This design comes from an exercise in tuning for small area, a short achievable clock period and few clock cycles per item on the open sky130 flow, not from production work. The RTL was checked by simulation tests, not by an equivalence proof against the original design.

==> flow/design.v, too long to show whole: its modules and the start of the top module <==
// module husk_dec: 1675 lines
module husk_dec (
    input  wire         clk,
    input  wire         rst,
    input  wire         in_valid,
    output wire         in_ready,
    input  wire         in_mode,
    input  wire [255:0] in_data,
    input  wire [31:0]  in_check,
    output wire         out_valid,
    output wire [255:0] out_data,
    output wire [31:0]  out_check,
    output wire [1:0]   out_status
);
  // ...
==> flow/flow/run.sh <==
#!/bin/bash
# Standard layout, but the port buffers that global placement inserts are
# buf_2 cells instead of the default delay buffers.
set -euo pipefail
export BUFFER_PORTS_ARGS="-buffer_cell sky130_fd_sc_hd__buf_2"
bash standard.sh > standard_make.log 2>&1
==> flow/standard.sh <==
#!/bin/bash
# synth_recipe.tcl (not shown) runs the flow's synth.tcl, then flattens the netlist and writes it again
# the make line also repeats each setting of config.mk as NAME=value (left out here)
make -C /OpenROAD-flow-scripts/flow DESIGN_CONFIG=/design/flow/config.mk WORK_HOME=/design/flow/orfs CLKGATE_MAP_FILE= SYNTH_SCRIPT=/design/flow/synth_recipe.tcl "${@:-finish}"
==> flow/config.mk <==
export PLATFORM = sky130hd
export DESIGN_NAME = husk_dec
export DESIGN_NICKNAME = husk_dec
export VERILOG_FILES = /design/flow/design.v
export SDC_FILE = /design/flow/constraint.sdc
export NUM_CORES = 4
export LEC_CHECK = 0
export CAP_MARGIN = 20
export CORE_MARGIN = 2
export CORE_UTILIZATION = 55
export CTS_BUF_LIST = sky130_fd_sc_hd__clkbuf_8
export CTS_CLUSTER_SIZE = 20
export PLACE_DENSITY = 0.68
export SLEW_MARGIN = 50
==> flow/constraint.sdc <==
create_clock -name core_clock -period 30.0 [get_ports {clk}]
set_input_delay 6.0000 -clock core_clock [delete_from_list [all_inputs] [get_ports {clk}]]
set_output_delay 6.0000 -clock core_clock [all_outputs]
set_load 0.01 [all_outputs]
==> reports/results.txt, run 1 <==
Post-Syn Nets = 5633
Starting Density = 55.6%
WS Path Type = reg2out
Area after DPL = 64300 um^2
max incr delay on CP = 0.50 ns
Synth warnings = 1
drt wl/cell = 36.5 um
DIE AREA = 109000 um^2
Synth Area in XOR/XNOR = 40.7%
number of synthesized flops with an enable pin = 0
total gr overflow = 0
die height = 331 um
final setup vio count = 0
RSZ-0062 raised after global routing = false
GRT met1 Usage = 61.1%
I/O pins = 584
count leader, synth = xnor2_1
Resize count post-CTS = 0
outcome = no timing/DRC/antenna violations
fin cells = 7579
pre-CTS setup slack = 22.82 ns
Yosys top cell by area = dfxtp_1
CP cell instances = buf_2
buffering overhead = 5.63%
Inst Count DP = 7212
RD Place Congestion = 1.08
CTS Sinks = 1254
Clock Root Buffer = clkbuf_8
synth top area cells = dfxtp_1, xnor2_1, xnor3_1
most common flop cell mapped by yosys = dfxtp_1
Testbench counts, summed over its fixed seeds: cycles 6,432, items 6,400.
==> run 2, diff against run 1 <==
--- a/flow/design.v
+++ b/flow/design.v
@@ -185,17 +185,16 @@
   wire [7:0] x1;
   reg [7:0] Q_r3;
   reg [7:0] z0p_r3;
   wire [7:0] x2;
   wire [7:0] y1d;
   reg [7:0] C1_r3;
   reg [7:0] t_r3;
   reg [7:0] C0_r3;
-  reg [7:0] z0_r3;
   wire [0:0] m1;
   wire [0:0] m2;
   wire [35:0] h1;
   wire [35:0] h2;
   wire [0:0] intact;
   wire [0:0] single;
   reg [0:0] dz_r3;
   reg [0:0] az_r3;
@@ -1579,20 +1578,20 @@
   assign invM = cinv(M);
   assign invA = cinv(A_r2);
   assign BD = cmul(B_r2, D_r2);
   assign Q = cmul(N, invM);
   assign t = cmul(D_r2, invA);
   assign c = cmul(BD, csq(invA));
   assign trc = ^{c[7]};
   assign z0 = clsol(c);
-  assign z0p = dz ? 8'h01 : z0;
+  assign z0p = z0 ^ {7'b0, dz};
   assign x1 = cmul(Q_r3, z0p_r3);
   assign x2 = x1 ^ Q_r3;
-  assign y1d = cmul(C1_r3, t_r3) ^ cmul(C0_r3, z0_r3 ^ 8'h01);
+  assign y1d = cmul(C1_r3, t_r3) ^ cmul(C0_r3, z0p_r3 ^ 8'h01);
   assign m1 = inpos(x1);
   assign m2 = inpos(x2);
   assign h1 = {(x1 == 8'h01), (x1 == 8'h2F), (x1 == 8'h48), (x1 == 8'h25), (x1 == 8'h34), (x1 == 8'hCA), (x1 == 8'h40), (x1 == 8'h14), (x1 == 8'h58), (x1 == 8'hF4), (x1 == 8'hF6), (x1 == 8'hBB), (x1 == 8'h38), (x1 == 8'h72), (x1 == 8'h1A), (x1 == 8'hAD), (x1 == 8'h2D), (x1 == 8'h05), (x1 == 8'hA6), (x1 == 8'h7E), (x1 == 8'hA2), (x1 == 8'hF7), (x1 == 8'h94), (x1 == 8'h70), (x1 == 8'h57), (x1 == 8'h2E), (x1 == 8'h67), (x1 == 8'h6D), (x1 == 8'h11), (x1 == 8'hFE), (x1 == 8'h8A), (x1 == 8'h54), (x1 == 8'h4C), (x1 == 8'hAC), (x1 == 8'h02), (x1 == 8'h4D)};
   assign h2 = {(x2 == 8'h01), (x2 == 8'h2F), (x2 == 8'h48), (x2 == 8'h25), (x2 == 8'h34), (x2 == 8'hCA), (x2 == 8'h40), (x2 == 8'h14), (x2 == 8'h58), (x2 == 8'hF4), (x2 == 8'hF6), (x2 == 8'hBB), (x2 == 8'h38), (x2 == 8'h72), (x2 == 8'h1A), (x2 == 8'hAD), (x2 == 8'h2D), (x2 == 8'h05), (x2 == 8'hA6), (x2 == 8'h7E), (x2 == 8'hA2), (x2 == 8'hF7), (x2 == 8'h94), (x2 == 8'h70), (x2 == 8'h57), (x2 == 8'h2E), (x2 == 8'h67), (x2 == 8'h6D), (x2 == 8'h11), (x2 == 8'hFE), (x2 == 8'h8A), (x2 == 8'h54), (x2 == 8'h4C), (x2 == 8'hAC), (x2 == 8'h02), (x2 == 8'h4D)};
   assign intact = (S0 == 8'h00) && (S1 == 8'h00) && (S2 == 8'h00) && (S3 == 8'h00);
   assign single = dz_r3 & az_r3 & m1;
   assign double = mode_r3 & ~dz_r3 & ~trc_r3 & m1 & m2;
   assign status = intact_r3 ? 2'd0 : single ? 2'd1 : double ? 2'd2 : 2'd3;
@@ -1653,17 +1652,16 @@
     C1_r2 <= C1;
     C0_r2 <= C0;
     B_r2 <= B;
     Q_r3 <= Q;
     z0p_r3 <= z0p;
     C1_r3 <= C1_r2;
     t_r3 <= t;
     C0_r3 <= C0_r2;
-    z0_r3 <= z0;
     dz_r3 <= dz;
     az_r3 <= az;
     mode_r1 <= mode;
     mode_r2 <= mode_r1;
     mode_r3 <= mode_r2;
     trc_r3 <= trc;
     intact_r2 <= intact;
     intact_r3 <= intact_r2;
==> flow/flow/run.sh (replaced) <==
#!/bin/bash
# Standard layout (the standard.sh) with one change in global placement:
# every port still gets a buffer, but inputs get buf_1 and outputs buf_2
# instead of the default delay buffer.  See pre_gpl.tcl.
set -euo pipefail
export DONT_BUFFER_PORTS=1
export PRE_GLOBAL_PLACE_TCL="$PWD/flow/pre_gpl.tcl"
bash standard.sh > standard_make.log 2>&1
==> flow/flow/pre_gpl.tcl (new file) <==
# Run by ORFS before global placement (PRE_GLOBAL_PLACE_TCL), in place of
# its own buffer_ports call (DONT_BUFFER_PORTS=1): every input port gets a
# buf_1 and every output port a buf_2.
buffer_ports -inputs -buffer_cell sky130_fd_sc_hd__buf_1
buffer_ports -outputs -buffer_cell sky130_fd_sc_hd__buf_2
==> flow/config.mk (replaced) <==
export PLATFORM = sky130hd
export DESIGN_NAME = husk_dec
export DESIGN_NICKNAME = husk_dec
export VERILOG_FILES = /design/flow/design.v
export SDC_FILE = /design/flow/constraint.sdc
export NUM_CORES = 4
export LEC_CHECK = 0
export CAP_MARGIN = 20
export CORE_MARGIN = 2
export CORE_UTILIZATION = 58
export CTS_CLUSTER_DIAMETER = 80
export CTS_CLUSTER_SIZE = 20
export PLACE_DENSITY = 0.7
export SLEW_MARGIN = 50
==> reports/results.txt, run 2 <==
outcome = no timing/DRC/antenna violations (unchanged)
Tcrit/Tclk final = 24.6% (was 25.4%)
Yosys top cell by area = dfxtp_1 (unchanged)
die height = 320 um (was 331 um)
HP Class = reg2reg (unchanged)
core footprint = 98700 um^2 (was 106000 um^2)
fmax = 0.136 GHz (was 0.131 GHz)
Min Clock Period, post-route = 7.38 ns (was 7.63 ns)
largest net degree at the start of global routing = 37 (unchanged)
drt wl/cell = 40.8 um (was 36.5 um)
CTS Sinks = 1246 (was 1254)
Die X = 320 um (was 331 um)
WS Path Type = reg2out (unchanged)
relative slew slack = 41.0% (was 41.6%)
DP HPWL = 214 mm (was 213 mm)
Crit Reg-Reg Endpoint = res_r4[128] (was z0p_r3[1])
row count = 115 (was 119)
Register-to-Register Path Depth = 17 (was 19)
slack of the worst reg-to-reg path = 22.96 ns (was 22.76 ns)
global-route wire length before repair = 356 mm (was 362 mm)
post-route ant nets = 0 (unchanged)
critical path fanouts, max = 1 (was 2)
number of synthesized flops with an enable pin = 0 (unchanged)
Data arrival, critical path = 1.38 ns (was 1.63 ns)
CTS buffer count = 78 (was 187)
Post-Syn Nets = 5674 (was 5633)
DR pass1 iterations = 7 (was 8)
Fin Clk Skew = 0.0683 ns (was 0.0864 ns)
setup repair bufs after CTS = 0 (unchanged)
mux share of post-synthesis cell area = 1.05% (was 0.993%)
FF-to-FF Start = z0p_r3[3] (was A_r2[6])
Seq cells post-synth = 1246 (was 1254)
Avg Cell Area, Syn = 10.8 um^2 (was 11.0 um^2)
mapped cell area = 58000 um^2 (was 58700 um^2)
Mapped Cells = 5357 (was 5316)
Starting Density = 58.7% (was 55.6%)
Worst Setup End Kind = output pin (unchanged)
number of global-route vias before repair = 41200 (was 44100)
Max Transition Viols Final = 0 (unchanged)
Critical path origin = res_r4[257] (was res_r4[126])
Nets = 5688 (was 6328)
CP Launch Type = flop (unchanged)
Synth cell types = 91 (was 98)
overall routed net length = 274 mm (was 276 mm)
total global-route track usage = 51.7% (was 49.1%)
post-synth top area share = 43.0% (was 42.7%)
CTS tree = done (unchanged)
Area Growth Syn to Fin = 9.17% (was 17.2%)
Synth Area in Simple Gates = 6.67% (was 6.93%)
initial antenna violation count = 72 (was 39)
I/O pins = 584 (unchanged)
Synth top cells by count = xnor2_1, dfxtp_1, xor2_1 (unchanged)
Vias = 44700 (was 47100)
Synth warnings = 1 (unchanged)
Resize count post-CTS = 0 (unchanged)
Post-Synth Adder-Cell Area = 0.539% (was 0.533%)
DR iter-0 viols = 7571 (was 7302)
commonest non-fill, non-tap cells in the layout = xnor2_1, dfxtp_1, xor2_1 (was dfxtp_1, xnor2_1, xor2_1)
Fin. Hold Viols = 0 (unchanged)
DIE AREA = 103000 um^2 (was 109000 um^2)
most common flop cell mapped by yosys = dfxtp_1 (unchanged)
largest family of logic cells by synthesized area = XOR/XNOR gates (unchanged)
Synth Area in Compound Gates = 6.34% (was 6.28%)
critical path endpoint = out_check[1] (was out_data[126])
final setup vio count = 0 (unchanged)
worst setup margin = 22.62 ns (was 22.37 ns)
sequential cell area fraction in the yosys report = 43.0% (was 42.7%)
Clock Latency Late Sink = 0.74 ns (was 0.96 ns)
RSZ-0062 raised after global routing = false (unchanged)
Synth Area in XOR/XNOR = 40.2% (was 40.7%)
fill cell count = 7393 (was 7839)
Final TNS setup = 0 ns (unchanged)
fraction of layout cells with a size suffix above 1 = 8.85% (was 20.1%)
Clock Root Buffer = clkbuf_16 (was clkbuf_8)
measured slew at the worst slew-check pin = 0.883 ns (was 0.875 ns)
count leader, synth = xnor2_1 (unchanged)
synth top area cells = dfxtp_1, xnor2_1, xor2_1 (was dfxtp_1, xnor2_1, xnor3_1)
CTS hold repair buffers = 0 (unchanged)
total gr overflow = 0 (unchanged)
ys async rst share = 0% (unchanged)
Area after DPL = 60500 um^2 (was 64300 um^2)
most common cell after layout, fill and taps aside = xnor2_1 (was dfxtp_1)
pre-CTS setup slack = 23.10 ns (was 22.82 ns)
required time of the critical path = 24.00 ns (about the same)
max cap viols = 0 (unchanged)
H-tree depth = 3 (was 4)
Via-to-Cell Ratio = 6.64 (was 6.21)
Stages on worst setup path = 0 (was 1)
drt drc = 0 (unchanged)
Port Buf Inserts = 582 (unchanged)
CTS clk-pin slew, worst paths = 0.09 ns (was 0.07 ns)
RD Place Congestion = 1.10 (was 1.08)
CTS Buffer Depth = 3 (unchanged)
final instance area = 63300 um^2 (was 68900 um^2)
[run 2: changes by cell type after synthesis, moves of 14 or more]
cell      delta
nand2_1     -49
xnor3_1     -60
inv_1       +45
clkbuf_1    -27
xor2_1      -22
a32oi_1     +14
xnor2_1    +137
nor2_1      +24
o22ai_1     -24
o21ai_0     +19
buf_2       +16
[run 2: area by class of cell]
| class | count | area (um^2) | share of cell area (%) |
|---|---|---|---|
| repair buffers | 125 | 971 | 1.53 |
| clock buffers | 81 | 1970 | 3.12 |
| inverters | 112 | 420 | 0.664 |
| clock inverters | 20 | 355 | 0.561 |
| flip-flops and latches | 1246 | 25000 | 39.5 |
| well taps | 1287 | 1610 | 2.54 |
| multi-input cells | 3808 | 32900 | 51.9 |
| diodes | 49 | 123 | 0.194 |
[run 2: kinds of logic after synthesis]
group                    count (synthesis)
other                                    1
adder cells (fa/ha/maj)                 25
flip-flops                            1246
buffers and inverters                  303
AND/OR/NAND/NOR                        883
AO/OA/AOI/OAI                          569
multiplexers                            58
XOR/XNOR                              2272
[run 2: worst min path at each step]
stage               slack (ns)  cells past startpoint    endpoint        from
floorplan                 0.31                      0    cw_r3[0]    cw_r2[0]
global placement          0.31                      0  cw_r3[267]  cw_r2[267]
detailed placement        0.31                      0  cw_r3[111]  cw_r2[111]
CTS                       0.30                      0  cw_r3[194]  cw_r2[194]
global route              0.30                      0  cw_r3[194]  cw_r2[194]
finish                    0.30                      0  cw_r3[194]  cw_r2[194]
[run 2: per-stage QoR]
| step | util [%] | hold WS [ns] | instances |
|---|---|---|---|
| final | 64.1 | 0.296 | 6728 |
| after global routing | 64.1 | 0.296 | 6706 |
| after CTS | 63.7 | 0.298 | 6677 |
| after detailed placement | 61.3 | 0.312 | 6576 |
| after global placement | 60.4 | 0.310 | 6565 |
| after floorplan | - | 0.310 | 5357 |
[run 2: metal layers]
layer | part of all wire (%) | GRT usage [%]
met1 | 36 | 63.5
met2 | 40 | 73.1
met3 | 16 | 23.1
met4 | 8.7 | 33.2
met5 | 0.19 | 2.03
Testbench counts of run 2, summed over its fixed seeds: cycles 6,432, items 6,400.
==> run 3, diff against run 2 <==
==> flow/flow/run.sh (replaced) <==
#!/bin/bash
# Standard layout (the standard.sh) with one change in global placement:
# every port still gets a buffer, but inputs get buf_1 and outputs buf_2
# (instead of the default delay buffer), and the flip-flops that drive
# output ports are sized up to dfxtp_2.  See pre_gpl.tcl.
set -euo pipefail
export DONT_BUFFER_PORTS=1
export PRE_GLOBAL_PLACE_TCL="$PWD/flow/pre_gpl.tcl"
bash standard.sh > standard_make.log 2>&1
==> flow/flow/pre_gpl.tcl (replaced) <==
# Run by ORFS before global placement (PRE_GLOBAL_PLACE_TCL), in place of
# its own buffer_ports call (DONT_BUFFER_PORTS=1).
set db [ord::get_db]
set block [ord::get_db_block]
set ff2 [$db findMaster sky130_fd_sc_hd__dfxtp_2]
set nup 0
foreach bt [$block getBTerms] {
  if {[$bt getIoType] != "OUTPUT"} { continue }
  set net [$bt getNet]
  if {$net == "NULL"} { continue }
  foreach it [$net getITerms] {
    if {![$it isOutputSignal]} { continue }
    set inst [$it getInst]
    if {[[$inst getMaster] getName] == "sky130_fd_sc_hd__dfxtp_1"} {
      $inst swapMaster $ff2
      incr nup
    }
  }
}
puts "pre_gpl: $nup output flip-flops sized to dfxtp_2"
buffer_ports -inputs -buffer_cell sky130_fd_sc_hd__buf_1
buffer_ports -outputs -buffer_cell sky130_fd_sc_hd__buf_2
==> reports/results.txt, run 3 <==
die height = 320 um (unchanged)
Die X = 320 um (unchanged)
commonest non-fill, non-tap cells in the layout = xnor2_1, dfxtp_1, xor2_1 (unchanged)
Mapped Cells = 5357 (unchanged)
drt drc = 0 (unchanged)
Final TNS setup = 0 ns (unchanged)
final setup vio count = 0 (unchanged)
Crit Reg-Reg Endpoint = res_r4[125] (was res_r4[128])
CTS Sinks = 1246 (unchanged)
mapped cell area = 58000 um^2 (unchanged)
I/O pins = 584 (unchanged)
max cap viols = 0 (unchanged)
synth top area cells = dfxtp_1, xnor2_1, xor2_1 (unchanged)
relative slew slack = 37.1% (was 41.0%)
CP top delay family = simple AND/OR/NAND/NOR gates
DR pass1 iterations = 7 (unchanged)
CTS hold repair buffers = 0 (unchanged)
DP HPWL = 217 mm (was 214 mm)
number of global-route vias before repair = 42100 (was 41200)
Synth cell types = 91 (unchanged)
Clock Latency Late Sink = 0.76 ns (was 0.74 ns)
sequential cell area fraction in the yosys report = 43.0% (unchanged)
fraction of layout cells with a size suffix above 1 = 14.2% (was 8.85%)
Area Growth Syn to Fin = 9.93% (was 9.17%)
post-route ant nets = 0 (unchanged)
Fin. Hold Viols = 0 (unchanged)
Worst Hold End = cw_r3[194] (unchanged)
most common flop cell mapped by yosys = dfxtp_1 (unchanged)
CP max stage cell = dfxtp_1
WS Path Type = reg2reg (was reg2out)
drt wl/cell = 41.7 um (was 40.8 um)
outcome = no timing/DRC/antenna violations (unchanged)
Starting Density = 58.7% (unchanged)
Hold Startpoint = cw_r2[194] (unchanged)
Avg Cell Area, Syn = 10.8 um^2 (unchanged)
Area after DPL = 60900 um^2 (was 60500 um^2)
HP Class = reg2reg (unchanged)
Vias = 45200 (was 44700)
Min Clock Period, post-route = 7.30 ns (was 7.38 ns)
CP cell instances = nand2_1 -> xor3_2 -> xnor3_1 -> xnor3_2 -> xnor3_2 -> nand2_2 -> nor2_1 -> nand2_1 -> nand4_1 -> or4_1 -> or4_4 -> o211ai_4 -> nor2b_2 -> nand2_4 -> o22ai_1 -> xor2_1
Fin Clk Skew = 0.100 ns (was 0.0683 ns)
required time of the critical path = 30.64 ns (was 24.00 ns)
Worst Setup End Kind = flop (was output pin)
Stages on worst setup path = 16 (was 0)
most common cell after layout, fill and taps aside = xnor2_1 (unchanged)
initial antenna violation count = 66 (was 72)
overall routed net length = 281 mm (was 274 mm)
Seq cells post-synth = 1246 (unchanged)
CP Launch Type = flop (unchanged)
RD Place Congestion = 1.09 (was 1.10)
post-synth top area share = 43.0% (unchanged)
Tcrit/Tclk final = 24.3% (was 24.6%)
number of synthesized flops with an enable pin = 0 (unchanged)
Clock Root Buffer = clkbuf_16 (unchanged)
largest net degree at the start of global routing = 37 (unchanged)
max incr delay on CP = 0.77 ns
global-route wire length before repair = 365 mm (was 356 mm)
Data arrival, critical path = 7.94 ns (was 1.38 ns)
Yosys top cell by area = dfxtp_1 (unchanged)
CTS buffer count = 78 (unchanged)
critical path fanouts, max = 36 (was 1)
CTS tree = done (unchanged)
CTS Buffer Depth = 3 (unchanged)
slack of the worst reg-to-reg path = 22.70 ns (was 22.96 ns)
measured slew at the worst slew-check pin = 0.941 ns (was 0.883 ns)
Synth top cells by count = xnor2_1, dfxtp_1, xor2_1 (unchanged)
hold path depth = 0 (unchanged)
ys async rst share = 0% (unchanged)
DR iter-0 viols = 8615 (was 7571)
Resize count post-CTS = 0 (unchanged)
Port Buf Inserts = 582 (unchanged)
fmax = 0.137 GHz (was 0.136 GHz)
RSZ-0062 raised after global routing = false (unchanged)
Post-Syn Nets = 5674 (unchanged)
DIE AREA = 103000 um^2 (unchanged)
Synth warnings = 1 (unchanged)
setup repair bufs after CTS = 0 (unchanged)
Register-to-Register Path Depth = 16 (was 17)
row count = 115 (unchanged)
Buf/Inv on CP = 0
Nets = 5692 (was 5688)
Max Transition Viols Final = 0 (unchanged)
FF-to-FF Start = Q_r3[1] (was z0p_r3[3])
final instance area = 63700 um^2 (was 63300 um^2)
CTS clk-pin slew, worst paths = 0.08 ns (was 0.09 ns)
Via-to-Cell Ratio = 6.71 (was 6.64)
total global-route track usage = 53.1% (was 51.7%)
count leader, synth = xnor2_1 (unchanged)
hold_ws = 0.272 ns (was 0.296 ns)
post-route core utilization = 64.6% (was 64.1%)
H-tree depth = 3 (unchanged)
total gr overflow = 0 (unchanged)
core footprint = 98700 um^2 (unchanged)
==> run 3: metal layers <==
layer	wire length (um)	vias to the layer above	GRT usage (%)
met4	25600	20	36.5
met5	752	-	3.64
met1	98700	21700	64.9
met3	45900	1301	25.3
li1	-	17500	-
met2	110000	4607	73.2
==> run 3: logic make-up (layout without fill, tap and decap cells) <==
kind of cell	count (synthesis)	count (layout)	share of synthesized area, %
fa+ha+maj	25	25	0.539
other cells	1	52	0.00647
buf+inv	303	343	2.15
simple gates	883	883	6.67
mux	58	58	1.05
xor+xnor	2272	2272	40.2
compound gates	569	569	6.34
flops	1246	1246	43.0
==> run 3: final cells by class <==
cell class / instances / area, um^2
fillers: 7311 / 35000
repair buffers: 129 / 1010
multi-input cells: 3808 / 32900
clock buffers: 80 / 1970
inverters: 112 / 420
well taps: 1287 / 1610
diodes: 51 / 128
flip-flops and latches: 1246 / 25300
clock inverters: 22 / 397
==> run 3: worst max-delay path by stage <==
stage	start	to	slack (ns)
after floorplan	res_r4[256]	out_check[0]	23.67
after global placement	Q_r3[1]	res_r4[268]	22.67
after detailed placement	Q_r3[1]	res_r4[147]	23.18
after CTS	res_r4[257]	out_check[1]	22.80
after global routing	res_r4[257]	out_check[1]	22.77
final	Q_r3[1]	res_r4[125]	22.70
==> run 3: per-stage QoR <==
stage / std cells / worst slack [ns]
CTS: 6681 / 22.80
floorplan: 5357 / 23.67
detailed placement: 6579 / 23.18
global route: 6706 / 22.77
global placement: 6570 / 22.67
finish: 6735 / 22.70
==> run 4, diff against run 3 <==
==> flow/flow/run.sh (replaced) <==
#!/bin/bash
# Standard layout (the standard.sh) with one change in global placement:
# every port still gets a buffer, but inputs and outputs get buf_1
# (instead of the default delay buffer), and the flip-flops that drive
# output ports are sized up to dfxtp_2.  See pre_gpl.tcl.
set -euo pipefail
export DONT_BUFFER_PORTS=1
export PRE_GLOBAL_PLACE_TCL="$PWD/flow/pre_gpl.tcl"
bash standard.sh > standard_make.log 2>&1
--- a/flow/flow/pre_gpl.tcl
+++ b/flow/flow/pre_gpl.tcl
@@ -19,4 +19,4 @@
 }
 puts "pre_gpl: $nup output flip-flops sized to dfxtp_2"
 buffer_ports -inputs -buffer_cell sky130_fd_sc_hd__buf_1
-buffer_ports -outputs -buffer_cell sky130_fd_sc_hd__buf_2
+buffer_ports -outputs -buffer_cell sky130_fd_sc_hd__buf_1
==> reports/results.txt, run 4 <==
Area Growth Syn to Fin = 9.93% (unchanged)
Max Transition Viols Final = 0 (unchanged)
Fin Clk Skew = 0.100 ns (unchanged)
Data arrival, critical path = 7.94 ns (about the same)
post-synth top area share = 43.0% (unchanged)
Hold Startpoint = cw_r2[194] (unchanged)
critical path fanouts, max = 36 (unchanged)
HP Class = reg2reg (unchanged)
CTS buffer count = 78 (unchanged)
Stages on worst setup path = 16 (unchanged)
Avg Cell Area, Syn = 10.8 um^2 (unchanged)
CTS clk-pin slew, worst paths = 0.08 ns (about the same)
overall routed net length = 281 mm (unchanged)
relative slew slack = 37.1% (unchanged)
fraction of layout cells with a size suffix above 1 = 14.2% (unchanged)
fill cell count = 7311 (unchanged)
Nets = 5692 (unchanged)
Yosys top cell by area = dfxtp_1 (unchanged)
Buf/Inv on CP = 0 (unchanged)
H-tree depth = 3 (unchanged)
Synth top cells by count = xnor2_1, dfxtp_1, xor2_1 (unchanged)
largest net degree at the start of global routing = 37 (unchanged)
count leader, synth = xnor2_1 (unchanged)
post-route ant nets = 0 (unchanged)
Post-Syn Nets = 5674 (unchanged)
max cap viols = 0 (unchanged)
most common flop cell mapped by yosys = dfxtp_1 (unchanged)
outcome = no timing/DRC/antenna violations (unchanged)
max incr delay on CP = 0.77 ns (about the same)
CTS Buffer Depth = 3 (unchanged)
DR iter-0 viols = 8615 (unchanged)
initial antenna violation count = 66 (unchanged)
total global-route track usage = 53.1% (unchanged)
Synth cell types = 91 (unchanged)
Critical path origin = Q_r3[1] (unchanged)
setup repair bufs after CTS = 0 (unchanged)
CTS hold repair buffers = 0 (unchanged)
fmax = 0.137 GHz (unchanged)
CP top delay family = simple AND/OR/NAND/NOR gates (unchanged)
row count = 115 (unchanged)
drt drc = 0 (unchanged)
Via-to-Cell Ratio = 6.71 (unchanged)
RD Place Congestion = 1.09 (unchanged)
Crit Reg-Reg Endpoint = res_r4[125] (unchanged)
CP cell instances = nand2_1 -> xor3_2 -> xnor3_1 -> xnor3_2 -> xnor3_2 -> nand2_2 -> nor2_1 -> nand2_1 -> nand4_1 -> or4_1 -> or4_4 -> o211ai_4 -> nor2b_2 -> nand2_4 -> o22ai_1 -> xor2_1 (unchanged)
CTS Sinks = 1246 (unchanged)
Tcrit/Tclk final = 24.3% (unchanged)
Worst Setup End Kind = flop (unchanged)
Synth warnings = 1 (unchanged)
Clock Latency Late Sink = 0.76 ns (about the same)
global-route wire length before repair = 365 mm (unchanged)
most common cell after layout, fill and taps aside = xnor2_1 (unchanged)
I/O pins = 584 (unchanged)
CP max stage cell = dfxtp_1 (unchanged)
number of global-route vias before repair = 42100 (unchanged)
RSZ-0062 raised after global routing = false (unchanged)
DP HPWL = 217 mm (unchanged)
Vias = 45200 (unchanged)
measured slew at the worst slew-check pin = 0.941 ns (unchanged)
drt wl/cell = 41.7 um (unchanged)
critical path endpoint = res_r4[125] (unchanged)
slack of the worst reg-to-reg path = 22.70 ns (about the same)
commonest non-fill, non-tap cells in the layout = xnor2_1, dfxtp_1, xor2_1 (unchanged)
Fin. Hold Viols = 0 (unchanged)
Resize count post-CTS = 0 (unchanged)
Mapped Cells = 5357 (unchanged)
ys async rst share = 0% (unchanged)
Final TNS setup = 0 ns (unchanged)
number of synthesized flops with an enable pin = 0 (unchanged)
core footprint = 98700 um^2 (unchanged)
Register-to-Register Path Depth = 16 (unchanged)
CTS tree = done (unchanged)
Seq cells post-synth = 1246 (unchanged)
required time of the critical path = 30.64 ns (about the same)
synth top area cells = dfxtp_1, xnor2_1, xor2_1 (unchanged)
die height = 320 um (unchanged)
Clock Root Buffer = clkbuf_16 (unchanged)
FF-to-FF Start = Q_r3[1] (unchanged)
Port Buf Inserts = 582 (unchanged)
final setup vio count = 0 (unchanged)
DIE AREA = 103000 um^2 (unchanged)
DR pass1 iterations = 7 (unchanged)
Min Clock Period, post-route = 7.30 ns (unchanged)
Starting Density = 58.7% (unchanged)
sequential cell area fraction in the yosys report = 43.0% (unchanged)
total gr overflow = 0 (unchanged)
Die X = 320 um (unchanged)
mapped cell area = 58000 um^2 (unchanged)
CP Launch Type = flop (unchanged)
WS Path Type = reg2reg (unchanged)
## run 4: cell counts after synthesis
Identical to the previous run, type by type.
## run 4: per-layer routing
layer	global-route usage (%)	wire (um)	part of all wire (%)	up-vias
li1	-	-	-	17500
met1	64.9	98700	35	21700
met2	73.2	110000	39	4607
met3	25.3	45900	16	1301
met4	36.5	25600	9.1	20
met5	3.64	752	0.27	-
## run 4: kinds of logic (layout without fill, tap and decap cells)
kind of cell / Yosys count / in the layout / share of synthesized area, %
mux: 58 / 58 / 1.05
fa+ha+maj: 25 / 25 / 0.539
xor+xnor: 2272 / 2272 / 40.2
compound gates: 569 / 569 / 6.34
flops: 1246 / 1246 / 43.0
other cells: 1 / 52 / 0.00647
buf+inv: 303 / 343 / 2.15
simple gates: 883 / 883 / 6.67
## run 4: worst min path at each step
stage / endpoint / slack, ns / cells past startpoint
floorplan: cw_r3[0] / 0.31 / 0
global placement: cw_r3[77] / 0.31 / 0
detailed placement: cw_r3[127] / 0.31 / 0
CTS: cw_r3[194] / 0.27 / 0
global route: cw_r3[194] / 0.28 / 0
finish: cw_r3[194] / 0.27 / 0
## run 4: worst reg2reg max path, delay by kind of cell, from the launching register on
family | cells | cell delay, ns
XOR/XNOR | 5 | 2.18
flip-flops | 1 | 0.77
AO/OA/AOI/OAI | 2 | 0.89
AND/OR/NAND/NOR | 9 | 3.39
## run 4: final cells by class
cell class	instances	area (um^2)	share of cell area, %
inverter	112	420	0.659
multi-input combinational	3808	32900	51.6
sequential	1246	25300	39.7
tap	1287	1610	2.53
clock buffer	80	1970	3.09
antenna	51	128	0.200
clock inverter	22	397	0.622
timing repair buffer	129	1010	1.58
## run 4: metrics by stage
step | hold WS, ns | area, um^2 | setup slack (ns) | std cells | util, %
3_5_place_dp | 0.312 | 60900 | 23.18 | 6579 | 61.7
4_1_cts | 0.267 | 63300 | 22.80 | 6681 | 64.1
3_3_place_gp | 0.310 | 60100 | 22.67 | 6570 | 60.9
6_report | 0.272 | 63700 | 22.70 | 6735 | 64.6
5_1_grt | 0.282 | 63700 | 22.77 | 6706 | 64.5
2_1_floorplan | 0.310 | 58000 | 23.67 | 5357 | -

## re-timing with driven ports
In the flow no input, the clock included, has a driving cell. The finished layouts below were timed again as built, in two steps. Step 1, drivers: a clkbuf_16 drives clk and a buf_2 each remaining input, both assumed. Step 2 also shifts input and output timing later by t, the mid clock arrival at the registers, as if the neighbouring blocks saw the same clock. Slacks: ideal / step 1 / step 2; pairs: ideal / step 1.
run | t, ns | slack for setup (ns) | worst setup path after step 2 | latest minus earliest clock arrival (ns)
run 1 | 0.986 | 22.374 / 22.297 / 22.757 | register to register | 0.110 / 0.109
run 2 | 0.783 | 22.624 / 22.547 / 22.957 | register to register | 0.070 / 0.070
run 3 | 0.795 | 22.697 / 22.686 / 22.697 | register to register | 0.105 / 0.105
run 4 | 0.795 | 22.697 / 22.686 / 22.697 | register to register | 0.105 / 0.105
After both steps setup and hold are still met in every run listed.
